This is an optimization exercise on Yosys and OpenROAD, whose aim is small area, a short achievable clock period and few clock cycles, not a production implementation.
Function was checked by simulation only, so behaviour that the tests miss may differ from the original.
Power and IR drop assume default switching activity.

==> inputs of ember <==
==> flow/design.v (excerpt) <==
module regr_solve (
    input  wire                clk,
    input  wire                rst,
    input  wire                start,
    input  wire [16:0]         n_in,
    input  wire [39:0]         sx_in,
    input  wire signed [47:0]  sy_in,
    input  wire [63:0]         sxx_in,
    input  wire signed [71:0]  sxy_in,
    output wire                ready,
    output wire                done,
    output wire                degen,
    output wire signed [81:0]  delta,
    output wire signed [89:0]  bnum,
    output wire signed [105:0] b
);
Settings: LEC_CHECK=0, CAP_MARGIN=20, CORE_MARGIN=2, CORE_UTILIZATION=40, SLEW_MARGIN=20; clock period 20.0 ns.
run.sh (not shown) runs the stock make flow with config.mk's settings and CLKGATE_MAP_FILE= SYNTH_SCRIPT=/design/flow/synth_recipe.tcl, a recipe that flattens the netlist after the stock synthesis.
==> xenon: changes against ember <==
--- a/flow/design.v
+++ b/flow/design.v
@@ -21,20 +21,19 @@
     reg [71:0] r_sxy;
     reg [81:0] s_d;         
     reg [82:0] c_d;         
     reg [89:0] s_b, c_b;    
     reg [3:0]  m_i;         
     reg [7:0]  m_k;         
     reg        m_neg, m_degen;
     reg        m_run, m_res, m_prep, m_full;
-    wire [44:0] in_ext = {4'd0, sx_in | {23'd0, n_in}, 1'b0};
-    wire [4:0]  in_ge  = {|in_ext[44:36], |in_ext[44:28], |in_ext[44:20], |in_ext[44:12], 1'b1};   
+    wire [39:0] in_or  = sx_in | {23'd0, n_in};
+    wire [4:0]  in_ge  = {|in_or[39:33], |in_or[39:25], |in_or[39:17], |in_or[39:9], 1'b1};
     wire [3:0]  in_top = in_ge[4] ? 4'd10 : in_ge[3] ? 4'd8 : in_ge[2] ? 4'd6 : in_ge[1] ? 4'd4 : 4'd2;
-    integer t;
     function [2:0] bdec;    
         input [2:0] tr;
         input       flip;
         begin
             bdec[0] = tr[0] ^ tr[1];
             bdec[1] = (tr == 3'b011) | (tr == 3'b100);
             bdec[2] = flip ? (~tr[2] & (tr[1] | tr[0])) : (tr[2] & ~(tr[1] & tr[0]));
         end
@@ -48,25 +47,28 @@
     endfunction
     reg  [11:0] m_dg;
     wire [44:0] sx_ext = {4'd0, r_sx, 1'b0};
     wire [20:0] n_ext  = {3'd0, r_n, 1'b0};
     wire [3:0]  nx_i   = m_i - 4'd1;
     wire [4:0]  nx_ws  = sx_ext[{nx_i, 2'b00} +: 5];
     wire [4:0]  nx_wn  = (nx_i <= 4'd4) ? n_ext[{nx_i[2:0], 2'b00} +: 5] : 5'd0;
     wire [11:0] nx_dg  = bdec4(nx_wn, nx_ws);
-    wire [44:0] in_sx  = {4'd0, sx_in, 1'b0};
-    wire [20:0] in_n   = {3'd0, n_in, 1'b0};
-    reg  [11:0] in_dg;
-    always @* begin
-        in_dg = bdec4(in_n[12:8], in_sx[12:8]);
-        for (t = 4; t <= 10; t = t + 2)
-            if (in_ge[t/2 - 1])
-                in_dg = bdec4((t <= 4) ? in_n[4*t +: 5] : 5'd0, in_sx[4*t +: 5]);
-    end
+    function [11:0] fdec;
+        input [1:0] wn, ws;
+        begin
+            fdec = {3'b000, 1'b0, wn[1] & wn[0], wn[1] ^ wn[0],
+                    3'b000, ws[1] | ws[0], ws[1] & ws[0], ws[1] ^ ws[0]};
+        end
+    endfunction
+    wire [11:0] in_dg = (in_ge[4]              ? fdec(2'b00, {1'b0, sx_in[39]}) : 12'd0)
+                      | (in_ge[3] & ~in_ge[4]  ? fdec(2'b00, sx_in[32:31])      : 12'd0)
+                      | (in_ge[2] & ~in_ge[3]  ? fdec(2'b00, sx_in[24:23])      : 12'd0)
+                      | (in_ge[1] & ~in_ge[2]  ? fdec(n_in[16:15], sx_in[16:15]) : 12'd0)
+                      | (~in_ge[1]             ? fdec(n_in[8:7], sx_in[8:7])    : 12'd0);
     wire [2:0] dn1 = m_dg[11:9];
     wire [2:0] dn0 = m_dg[8:6];
     wire [2:0] ds1 = m_dg[5:3];
     wire [2:0] ds0 = m_dg[2:0];
     wire [81:0] sxx_e = {18'd0, r_sxx};
     wire [81:0] sx_e  = {42'd0, r_sx};
     wire [89:0] sxy_e = {{18{r_sxy[71]}}, r_sxy};
     wire [89:0] sy_e  = {{42{r_sy[47]}}, r_sy};
@@ -651,48 +653,50 @@
     assign ld_p6[11:6] = ld_v5[3] ? {1'b1, ld_p5[19:15]} : {1'b0, ld_p5[14:10]};
     wire [0:0] ld_v7;
     wire [6:0] ld_p7;
     assign ld_v7[0] = ld_v6[1] | ld_v6[0];
     assign ld_p7[6:0] = ld_v6[1] ? {1'b1, ld_p6[11:6]} : {1'b0, ld_p6[5:0]};
     wire ld_v = ld_v7[0];
     wire [6:0] ld_p = ld_p7;
     wire        p_neg = s_b[89];
+    wire [82:0] p_dsum = {1'b0, s_d} + (m_res ? {1'b0, c_d[81:0]} : {s_d, 1'b0});
     wire [7:0]  p_k   = (lb_v ? 8'd89 - {1'b0, lb_p} : 8'd90) + {1'b0, ld_p} - {7'd0, p_neg};
     reg [81:0]  o_delta;
     reg [82:0]  o_d3;      
     reg [89:0]  o_bnum;
     reg [81:0]  rem;       
     reg [105:0] dq;        
     reg [5:0]   d_cnt;     
     reg         d_run, d_sign, o_neg, o_degen, o_done, o_ready;
-    reg  [2:0]  d_pos;     
+    reg  [5:0]  d_pos;     
     wire [2:0]  x_f  = {m_k[2:1], 1'b0};
     wire [96:0] x_m  = {7'd0, c_b} << x_f;
     wire        x_12 = m_k >= 8'd96;
     wire        x_11 = ~x_12 & (m_k >= 8'd88);
     wire        x_10 = ~x_12 & ~x_11 & (m_k >= 8'd80);
     wire        x_9  = ~x_12 & ~x_11 & ~x_10 & (m_k >= 8'd72);
     wire        x_0  = m_k < 8'd72;
     wire [187:0] x_pair = (x_0  ? {75'd0, x_m, 16'd0} : 188'd0)
                         | (x_9  ? {3'd0, x_m, 88'd0}  : 188'd0)
                         | (x_10 ? {x_m[91:0], 96'd0}  : 188'd0)
                         | (x_11 ? {x_m[83:0], 104'd0} : 188'd0)
                         | (x_12 ? {x_m[75:0], 112'd0} : 188'd0);
     wire [5:0]  x_cnt = (x_12 ? 6'd5 : x_11 ? 6'd9 : x_10 ? 6'd13 : x_9 ? 6'd17 : 6'd53) - {4'd0, m_k[2:1]};
-    wire [84:0] n_d   = {3'd0, o_delta};
-    wire [84:0] n_d3  = {2'd0, o_d3};
-    wire [84:0] n_a   = {{2{rem[81]}}, rem, dq[105]};
-    wire [84:0] n_b   = {rem[81], rem, dq[105:104]};
-    wire [84:0] n_w1  = n_a + (n_d ^ {85{d_pos[0]}}) + {84'd0, d_pos[0]};
-    wire [84:0] n_vm  = n_b + (d_pos[1] ? ~n_d3 : n_d) + {84'd0, d_pos[1]};    
-    wire [84:0] n_vp  = n_b + (d_pos[2] ? ~n_d : n_d3) + {84'd0, d_pos[2]};    
-    wire        n_q1  = ~n_w1[84];
-    wire [84:0] n_w2  = (n_vm & {85{n_q1}}) | (n_vp & {85{~n_q1}});
-    wire        n_q2  = ~n_w2[84];
+    wire [87:0] n_d   = {6'd0, o_delta};
+    wire [87:0] n_d3  = {5'd0, o_d3};
+    wire [87:0] n_a   = {{5{rem[81]}}, rem, dq[105]} ^ {88{d_pos[0]}};
+    wire [87:0] n_b   = {{4{rem[81]}}, rem, dq[105:104]} ^ {88{d_pos[0]}};
+    wire [87:0] n_s1  = n_a + n_d;
+    wire [87:0] n_sm  = n_b + (d_pos[1] ? n_d3 : n_d);    
+    wire [87:0] n_sp  = n_b + (d_pos[2] ? n_d : n_d3);    
+    wire        n_q1  = ~(n_s1[87] ^ d_pos[5]);
+    wire [87:0] n_ss  = (n_sm & {88{n_q1}}) | (n_sp & {88{~n_q1}});
+    wire [87:0] n_w2  = n_ss ^ {{6{d_pos[5]}}, {41{d_pos[4]}}, {41{d_pos[3]}}};
+    wire        n_q2  = ~n_w2[87];
     wire d_free = ~d_run & ~d_sign;
     wire xfer   = m_full & d_free;
     wire acc_st = start & o_ready;
     wire m_last = m_run & (m_i == 4'd0);
     wire d_last = d_run & (d_cnt == 6'd1);
     wire m_run_n  = acc_st | (m_run & ~m_last);
     wire m_res_n  = m_last;
     wire m_prep_n = m_res;
@@ -723,54 +727,49 @@
     end
     always @(posedge clk) begin
         if (o_ready) begin
             r_n   <= n_in;
             r_sx  <= sx_in;
             r_sy  <= sy_in;
             r_sxx <= sxx_in;
             r_sxy <= sxy_in;
-            m_i   <= in_top;
-            m_dg  <= in_dg;
             s_d   <= 82'd0;
             c_d   <= 83'd0;
             s_b   <= 90'd0;
             c_b   <= 90'd0;
         end else if (m_run) begin
             s_d   <= d_3[81:0];
             c_d   <= {1'b0, d_3[163:82]};
             s_b   <= b_3[89:0];
             c_b   <= b_3[179:90];
-            m_i   <= nx_i;
-            m_dg  <= nx_dg;
         end else if (m_res) begin
-            s_d   <= s_d + c_d[81:0];
+            s_d   <= p_dsum[81:0];
             s_b   <= s_b + c_b;
         end else if (m_prep) begin
             c_b     <= p_neg ? ~s_b + 90'd1 : s_b;
-            c_d     <= {1'b0, s_d} + {s_d, 1'b0};
+            c_d     <= p_dsum;
             m_neg   <= p_neg;
             m_degen <= s_d[81] | ~ld_v;
             m_k     <= p_k;
         end
+        m_i  <= o_ready ? in_top : nx_i;
+        m_dg <= o_ready ? in_dg : nx_dg;
+        rem   <= xfer ? x_pair[187:106] : n_w2[81:0];
+        d_pos <= xfer ? 6'b111111 : ~n_w2[87:82];
+        d_cnt <= xfer ? x_cnt : d_cnt - 6'd1;
         if (xfer) begin
             o_delta <= s_d;
             o_d3    <= c_d;
             o_bnum  <= s_b;
             o_neg   <= m_neg;
             o_degen <= m_degen;
-            rem     <= x_pair[187:106];
-            d_pos   <= 3'b111;
             dq      <= x_pair[105:0];
-            d_cnt   <= x_cnt;
         end else if (d_run) begin
-            rem   <= n_w2[81:0];
-            d_pos <= ~n_w2[84:82];
             dq    <= {dq[103:0], n_q1, n_q2};
-            d_cnt <= d_cnt - 6'd1;
         end else if (d_sign) begin
             dq <= ~dq + 106'd1;
         end
     end
     assign ready = o_ready;
     assign done  = o_done;
     assign degen = o_degen;
     assign delta = o_delta;
==> flow/flow/run.sh (new file) <==
#!/bin/bash
# The standard layout (standard.sh, unchanged synthesis and steps), with the
# ports buffered by buf_2 cells instead of the buffer that buffer_ports picks
# on its own. Each tool's output goes to the logs that standard.sh keeps;
# standard.sh's own output goes to standard.log.
set -e
export BUFFER_PORTS_ARGS="-buffer_cell sky130_fd_sc_hd__buf_2"
bash standard.sh > standard.log 2>&1
==> flow/standard.sh (new file) <==
#!/bin/bash
# synth_recipe.tcl (not shown) runs the flow's synth.tcl, then flattens the netlist and writes it again
# the make line also repeats each setting of config.mk as NAME=value (left out here)
make -C /OpenROAD-flow-scripts/flow DESIGN_CONFIG=/design/flow/config.mk WORK_HOME=/design/flow/orfs CLKGATE_MAP_FILE= SYNTH_SCRIPT=/design/flow/synth_recipe.tcl "${@:-finish}"
CORE_UTILIZATION = 55   (was 40)
removed: flow/run.sh
==> comparison <==
Non-clock buffer count: ember is higher than xenon (18). Clock skew: ember is higher than xenon (0.021 ns). Of xenon and ember, ember has the higher synthesized cell count (gap 4.7%, measured against ember). Core utilization: xenon is higher than ember (15 points). Between xenon and ember, the lower via count is in xenon (gap about 3%, measured against ember). Of xenon and ember, xenon has the higher combinational power (gap 39%, measured against ember). Maximum frequency: ember is higher than xenon (9.8%). Of xenon and ember, ember has the higher clock power (gap about 10%, measured against ember). Between ember and xenon, the lower register-to-register slack is in xenon (gap 0.67 ns). Of ember and xenon, xenon has the higher critical path depth (gap 7).
==> figures <==
| metric | xenon | ember |
|---|---|---|
| Run status | timing/DRC/antenna clean | timing/DRC/antenna clean |
| Startpoint of the worst register-to-register path | d_pos[0] | d_pos[1] |
| Clk power | 2.53 mW | 2.81 mW |
| Placed instance count | 14090 | 15730 |
| Clock network fraction of design power | 15.5% | 20.6% |
| Final nets | 13180 | 13910 |
| Final instance count without filler cells | 14360 | 16010 |
| Combinational gate power | 10.8 mW | 7.75 mW |
| Sequential portion of the cell area | 24.95% | 23.96% |
| Clock Tree Buf Depth | 3 | 4 |
| Skew final | 0.03821 ns | 0.05970 ns |
| Fraction of area in multi-input gates | 61.15% | 58.84% |
| Hold slack final | 0.4654 ns | 0.4258 ns |
| Syn Area/Cell | 8.775 µm² | 8.687 µm² |
| Layout-to-synthesis area ratio | 1.0889x | 1.1285x |
| Number of DRC markers in iteration 0 | 13740 | 12250 |
| Global Route met1 Usage | 58.66% | 47.02% |
| Number of filler cells placed in the layout | 16190 | 25790 |
| CP startpoint kind | flop | primary input |
| Sequential Power Share | 18.7% | 22.7% |
| Synthesized-area fraction occupied by ao, oa, aoi and oai cells | 20.98% | 22.30% |
| Placer Congestion | 1.026 | 1.016 |
Testbench counts of ember, summed over its fixed seeds: cycles 18,645.
Testbench counts of xenon, summed over its fixed seeds: cycles 18,823.

==> re-timing with driven ports <==
How much do the figures lean on ideal ports? The routed layouts below were timed once more, with nothing changed but the port constraints.
Step 1 (the two cells are an assumption about what drives the block):
set clk [get_ports {clk}]
set_driving_cell -lib_cell sky130_fd_sc_hd__clkbuf_16 $clk
set_driving_cell -lib_cell sky130_fd_sc_hd__buf_2 [delete_from_list [all_inputs] $clk]
Step 2 also shifts input and output timing later by t, the mid clock arrival at the registers, as if the neighbouring blocks saw the same clock.
Slacks: ideal ports / drivers / drivers and shift; pairs: ideal ports / drivers.
| run | t, ns | setup slack, ns | worst setup path at the end |
|---|---|---|---|
| ember | 0.926 | 13.347 / 13.359 / 12.493 | input to register |
| xenon | 0.909 | 12.694 / 12.694 / 12.694 | register to register |
After both steps every run listed still meets setup and hold. The setup slack of ember, which loses most, moves by +0.012 ns with the drivers and by -0.854 ns with both steps.
